Context: an optimization exercise on an open-source flow, tuned for small area, a short achievable clock period and few clock cycles per item. The choices shown serve that exercise and are no tape-out recipe.
The RTL was checked by simulation tests, not by an equivalence proof against the original design.
Power figures rest on the tool's default switching activity, not on a simulated workload.

$ cat flow/config.mk
export PLATFORM = sky130hd
export DESIGN_NAME = brimet_divsqrt
export DESIGN_NICKNAME = brimet_divsqrt
export VERILOG_FILES = /design/flow/design.v
export SDC_FILE = /design/flow/constraint.sdc
export NUM_CORES = 4
export LEC_CHECK = 0
export CAP_MARGIN = 20
export CORE_MARGIN = 2
export CORE_UTILIZATION = 40
export SLEW_MARGIN = 20
$ cat flow/constraint.sdc
create_clock -name core_clock -period 15.0 [get_ports {clk}]
set_input_delay 3.0000 -clock core_clock [delete_from_list [all_inputs] [get_ports {clk}]]
set_output_delay 3.0000 -clock core_clock [all_outputs]
set_load 0.01 [all_outputs]
$ cat flow/design.v
module brimet_divsqrt (
    input  wire        clk,
    input  wire        rst,
    input  wire        in_valid,
    output wire        in_ready,
    input  wire [7:0]  in_op,
    input  wire [31:0] in_a,
    input  wire [7:0]  in_aq,
    input  wire [31:0] in_b,
    input  wire [7:0]  in_bq,
    output reg         out_valid,
    output reg  [31:0] out_val,
    output reg  [7:0]  out_q
);
    localparam [7:0]  OP_DIV  = 8'h0A;
    localparam [31:0] QNAN    = 32'h7FC0_0000;
    localparam [7:0]  Q_OVERRNG = 8'h03;
    localparam [1:0] S_IDLE = 2'd0, S_RUN = 2'd1, S_ROUND = 2'd2;
    function [1:0] qclass;
        input [7:0] q;
        begin
            qclass = (q[7:6] == 2'b11) ? 2'd3 : (q[7:6] == 2'b01) ? 2'd1 : 2'd0;
        end
    endfunction
    function [7:0] worse;
        input [7:0] q1;
        input [7:0] q2;
        begin
            if (qclass(q1) == 2'd0 && qclass(q2) == 2'd0)
                worse = q1;
            else if (qclass(q1) <= qclass(q2))
                worse = q1;
            else
                worse = q2;
        end
    endfunction
    reg  [1:0]  state;
    reg  [4:0]  count;
    reg         is_div;
    reg  [7:0]  res_q;
    reg         special;       
    reg  [31:0] special_val;
    reg         special_bad;
    reg         sign;
    reg  signed [10:0] exp_r;  
    reg  [25:0] rem_d;
    reg  [23:0] divisor;
    reg  [25:0] quo;
    reg  [49:0] rad;           
    reg  [26:0] rem_s;
    reg  [24:0] root;
    assign in_ready = (state == S_IDLE);
    wire        a_zero = (in_a[30:23] == 8'd0);
    wire        b_zero = (in_b[30:23] == 8'd0);
    wire        a_inf  = (in_a[30:23] == 8'hFF) && (in_a[22:0] == 23'd0);
    wire        b_inf  = (in_b[30:23] == 8'hFF) && (in_b[22:0] == 23'd0);
    wire        a_nan  = (in_a[30:23] == 8'hFF) && (in_a[22:0] != 23'd0);
    wire        b_nan  = (in_b[30:23] == 8'hFF) && (in_b[22:0] != 23'd0);
    wire [23:0] ma = {1'b1, in_a[22:0]};
    wire [23:0] mb = {1'b1, in_b[22:0]};
    wire        dsign = in_a[31] ^ in_b[31];
    wire [25:0] d_trial = rem_d - {2'b00, divisor};
    wire        d_bit   = (rem_d >= {2'b00, divisor});
    wire [28:0] s_cur   = {rem_s, rad[49:48]};
    wire [28:0] s_try   = {2'b00, root, 2'b01};
    wire [28:0] s_diff  = s_cur - s_try;
    wire        s_bit   = (s_cur >= s_try);
    reg  [25:0] nv;
    reg         st;
    reg  signed [10:0] te;
    always @* begin
        if (is_div) begin
            st = (rem_d != 26'd0);
            if (quo[25]) begin
                nv = quo;
                te = exp_r;
            end else begin
                nv = {quo[24:0], 1'b0};
                te = exp_r - 11'sd1;
            end
        end else begin
            st = (rem_s != 27'd0);
            nv = {root, 1'b0};
            te = exp_r;
        end
    end
    wire [23:0] m24 = nv[25:2];
    wire        i24 = nv[1] & (nv[0] | st | m24[0]);
    wire [24:0] r25 = {1'b0, m24} + {24'd0, i24};
    wire [22:0] m23 = nv[25:3];
    wire        i23 = nv[2] & (nv[1] | nv[0] | st | m23[0]);
    reg  [31:0] rnd_val;
    reg         rnd_bad;
    reg  signed [10:0] fe;
    always @* begin
        rnd_bad = 1'b0;
        fe = 11'sd0;
        if (te >= 11'sd1) begin
            fe = r25[24] ? te + 11'sd1 : te;
            if (fe >= 11'sd255) begin
                rnd_bad = 1'b1;
                rnd_val = QNAN;
            end else begin
                rnd_val = {sign, fe[7:0], r25[24] ? 23'd0 : r25[22:0]};
            end
        end else if (te == 11'sd0 && (&m23) && i23) begin
            rnd_val = {sign, 8'd1, 23'd0};
        end else begin
            rnd_val = {sign, 31'd0};
        end
    end
    always @(posedge clk) begin
        if (rst) begin
            state     <= S_IDLE;
            out_valid <= 1'b0;
        end else begin
            out_valid <= 1'b0;
            case (state)
                S_IDLE: begin
                    if (in_valid) begin
                        state   <= S_RUN;
                        is_div  <= (in_op == OP_DIV);
                        special <= 1'b0;
                        special_bad <= 1'b0;
                        special_val <= 32'd0;
                        if (in_op == OP_DIV) begin
                            count   <= 5'd25;
                            res_q   <= worse(in_aq, in_bq);
                            sign    <= dsign;
                            exp_r   <= $signed({3'd0, in_a[30:23]}) - $signed({3'd0, in_b[30:23]}) + 11'sd127;
                            rem_d   <= {2'b00, ma};
                            divisor <= mb;
                            quo     <= 26'd0;
                            if (a_nan || b_nan || a_inf || b_zero) begin
                                special     <= 1'b1;
                                special_bad <= 1'b1;
                            end else if (a_zero || b_inf) begin
                                special     <= 1'b1;
                                special_val <= {dsign, 31'd0};
                            end
                        end else begin
                            count   <= 5'd24;
                            res_q   <= in_aq;
                            sign    <= 1'b0;
                            exp_r   <= (($signed({3'd0, in_a[30:23]}) - 11'sd127 - $signed({10'd0, ~in_a[23]})) >>> 1) + 11'sd127;
                            rem_s   <= 27'd0;
                            root    <= 25'd0;
                            rad     <= in_a[23] ? {1'b0, ma, 25'd0} : {ma, 26'd0};
                            if (a_zero) begin
                                special     <= 1'b1;
                                special_val <= {in_a[31], 31'd0};
                            end else if (a_nan || a_inf || in_a[31]) begin
                                special     <= 1'b1;
                                special_bad <= 1'b1;
                            end
                        end
                    end
                end
                S_RUN: begin
                    if (is_div) begin
                        quo   <= {quo[24:0], d_bit};
                        rem_d <= {(d_bit ? d_trial[24:0] : rem_d[24:0]), 1'b0};
                    end else begin
                        root  <= {root[23:0], s_bit};
                        rem_s <= s_bit ? s_diff[26:0] : s_cur[26:0];
                        rad   <= {rad[47:0], 2'b00};
                    end
                    count <= count - 5'd1;
                    if (count == 5'd0)
                        state <= S_ROUND;
                end
                default: begin
                    state     <= S_IDLE;
                    out_valid <= 1'b1;
                    if (special_bad || (!special && rnd_bad)) begin
                        out_val <= QNAN;
                        out_q   <= Q_OVERRNG;
                    end else begin
                        out_val <= special ? special_val : rnd_val;
                        out_q   <= res_q;
                    end
                end
            endcase
        end
    end
endmodule
$ cat flow/run.sh
#!/bin/bash
# synth_recipe.tcl (not shown) runs the flow's synth.tcl, then flattens the netlist and writes it again
# the make line also repeats each setting of config.mk as NAME=value (left out here)
make -C /OpenROAD-flow-scripts/flow DESIGN_CONFIG=/design/flow/config.mk WORK_HOME=/design/flow/orfs CLKGATE_MAP_FILE= SYNTH_SCRIPT=/design/flow/synth_recipe.tcl finish
==> results.txt <==
==> registers in the layout (all words and copies together) (netlist names) <==
| signal | flops |
|---|---|
| root | 25 |
| is_div | 1 |
| rad | 25 |
| quo | 26 |
| out_valid | 1 |
| exp_r | 10 |
| special | 1 |
| special_val | 1 |
| rem_s | 27 |
| state | 2 |
| out_val | 32 |
| divisor | 23 |
| special_bad | 1 |
| res_q | 8 |
| rem_d | 26 |
| out_q | 8 |
| count | 5 |
| sign | 1 |
==> critical path, delay by kind of cell <==
kind	cells	cell delay [ns]
AO/OA/AOI/OAI	2	0.65
XOR/XNOR	1	0.15
AND/OR/NAND/NOR	4	1.18
buffers and inverters	2	1.03
==> kinds of logic after synthesis <==
| group | share of synthesized area |
|---|---|
| muxes | 0.0649 |
| xor gates and xnor gates | 0.0556 |
| adders and majority gates | 0.0651 |
| and+or+nand+nor | 0.179 |
| AOI/OAI and AO/OA | 0.128 |
| buffers and inverters | 0.0454 |
| DFF | 0.461 |
==> worst paths after layout <==
check | start | endpoint | slack, ns | depth (start not counted)
worst min register to register | res_q[1] | out_q[1] | 0.50 | 1
worst max register to register | quo[25] | out_val[14] | 10.22 | 14
worst min-delay path | res_q[1] | out_q[1] | 0.50 | 1
worst max-delay path | in_op[3] | exp_r[7] | 9.25 | 9
==> power by group <==
group          switching [mW]  internal, mW  leakage (nW)
logic                   0.139         0.107          3.97
clock network           0.247         0.329         0.366
registers              0.0153         0.715          2.09
==> cell usage after synthesis, drive strengths merged, types with 5 or more instances <==
| cell | count | share of area |
|---|---|---|
| edfxtp | 220 | 0.46 |
| nor2 | 154 | 0.040 |
| nand2 | 113 | 0.029 |
| inv | 108 | 0.028 |
| a21oi | 94 | 0.033 |
| o21ai | 82 | 0.028 |
| ha | 72 | 0.062 |
| mux2i | 69 | 0.048 |
| xnor2 | 53 | 0.033 |
| and2 | 41 | 0.018 |
| clkbuf | 39 | 0.010 |
| xor2 | 38 | 0.023 |
| nand3 | 34 | 0.012 |
| nor4 | 33 | 0.017 |
| mux2 | 22 | 0.017 |
| nand4 | 22 | 0.011 |
| nor3 | 22 | 0.0080 |
| a21o | 20 | 0.010 |
| buf | 17 | 0.0073 |
| nor2b | 16 | 0.0069 |
| o21a | 16 | 0.0083 |
| and3 | 13 | 0.0056 |
| or2 | 10 | 0.0043 |
| a211oi | 9 | 0.0047 |
| nand2b | 9 | 0.0039 |
| nor3b | 9 | 0.0047 |
| or3 | 9 | 0.0039 |
| o22ai | 8 | 0.0035 |
| o31ai | 8 | 0.0042 |
| a31oi | 7 | 0.0030 |
| a2111oi | 6 | 0.0045 |
| o211ai | 6 | 0.0031 |
| o31a | 6 | 0.0042 |
| a21boi | 5 | 0.0026 |
| and4 | 5 | 0.0030 |
| nor4b | 5 | 0.0035 |
| o41ai | 5 | 0.0030 |
==> per-layer routing <==
metal / track usage / part of all wire
met1: 0.246 / 0.46
met5: 0 / 0
met3: 0.0209 / 0.038
met4: 0.0432 / 0.022
met2: 0.312 / 0.48
==> area by class of cell <==
cell class / instances / area (µm²)
clock buffers: 37 / 713
flip-flops and latches: 223 / 6670
inverters: 108 / 405
multi-input cells: 1063 / 7180
fillers: 3357 / 18600
well taps: 461 / 577
clock inverters: 11 / 52.6
repair buffers: 141 / 1400
==> through the flow <==
stage / area, µm² / setup slack, ns
floorplan: 14500 / 3.31
global placement: 16200 / 8.81
detailed placement: 16200 / 8.75
CTS: 17000 / 9.31
global route: 17000 / 8.98
finish: 17000 / 9.25
==> results.txt <==
Core Region=35600 µm²; Die Height=194 µm; CTS tree=yes; Total GRT Usage=0.182; # setup viols final=0; Hold Crit Class=flip-flop to flip-flop; crit path capture type=flip-flop; share of layout cells above drive strength 1=0.0587; Total Power=1.55 mW; vias=11100; DRC Markers=0; routed wire length per instance=17.2 µm; clk latency of the worst-skew pair=0.53 ns; Worst Clk Skew=0.0142 ns; grt total ovfl=0; Worst EP required=15.27 ns; unrepaired setup endpoints after global routing=false; worst endpoint data arrival time=6.02 ns; final net count=1729; placer congestion estimate=0.892; register bit total from synthesis=223; H-tree Lvls=1; Final min period=5.75 ns; CTS buffer count=27; Slew Limit Fails=0; sequential element share of the synthesized area=0.461; Root Buffer=clkbuf_16; P&R area growth vs syn=17.5%; Mapped Avg Cell Area=9.97 µm²; DP HPWL=26000 µm; Post-Route WL=35100 µm; clock slew at reported path FFs=0.06 ns; DP Cell Count=1995; First-pass DRT Iterations=5; global-route wire length before repair=56400 µm; outcome=complete, no violations; Slew @ Worst Pin=1.05 ns; commonest non-fill, non-tap cell in the layout=edfxtp_1; final antenna diode count=0; Leak=6.43 nW; post-route insts no fill=2044; num ports=133; startpoint types=input pin; Max stage delay cell, worst path=inv_1; Hold WS=0.503 ns; Setup TNS=0 ns; WS Path Type=input pin to flip-flop; Synth async-reset ratio=0; post-synthesis cell area=14500 µm²; Vias/cell=5.41; Post-CTS Resized=0; Fmax achieved=0.174 GHz; critical path's largest stage delay=0.59 ns; die width=194 µm; CTS max path bufs=3; most frequent cells in the layout=edfxtp_1 (220), nor2_1 (154), clkdlybuf4s50_1 (131); Die Area=37700 µm²; clk sinks=223; MaxCap Viol Count=0; most common flop cell mapped by yosys=edfxtp_1; PwrDens=91.3 nW/µm²; iteration-0 DRC count of the detailed router=780; I/O Buffers=132; Post-synth EDFFs=220; critical path cell sequence=clkdlybuf4s50_1 -> nor4bb_1 -> nand2_1 -> inv_1 -> o21ai_0 -> a311oi_1 -> nand3_1 -> or2_2 -> xor2_1; FP Rows=69; post-synth cell types=77; largest net degree at the start of global routing=98; Critical Path Fanout Max=22; Synth Instances=1450; Core Util, Final=0.478; final hold violations=0; Hold-fix buffers, CTS=0; Yosys warnings=1; Post-CTS Setup Repair Bufs=0; initial antenna violation count=0; worst vdd ir=0.0886 mV; Syn Nets=1615; crit share post-route=0.383; vias in the first global route=10700; Slew Limit Headroom=0.301; Initial Util=0.407; Final ANT Viol Nets=0
Testbench counts, summed over its fixed seeds: cycles 220,982, ops 8,000.

## static timing again, ports no longer ideal
The flow's constraints put no driver on any port. The routed layout listed below was extracted and timed again, unchanged, in two steps.
Step 1 (the two cells are an assumption about what drives the block):
set clk [get_ports {clk}]
set_driving_cell -lib_cell sky130_fd_sc_hd__clkbuf_16 $clk
set_driving_cell -lib_cell sky130_fd_sc_hd__buf_2 [delete_from_list [all_inputs] $clk]
Step 2 moves the port delays by t, midway between the first and last clock arrival at a register: inputs arrive t later, outputs are due t later. That takes back most of the time a late clock gives input paths.
a / b / c = ideal ports / drivers / drivers and shift; a / b = the first two.
shift t [ns]: 0.576
slack for setup (ns): 9.254 / 9.274 / 8.698
hold slack, ns: 0.503 / 0.503 / 0.503
latest minus earliest clock arrival (ns): 0.014 / 0.014
After both steps setup and hold are still met in this run. For this run, drivers alone change the setup slack by +0.020 ns; drivers and shift together by -0.556 ns.
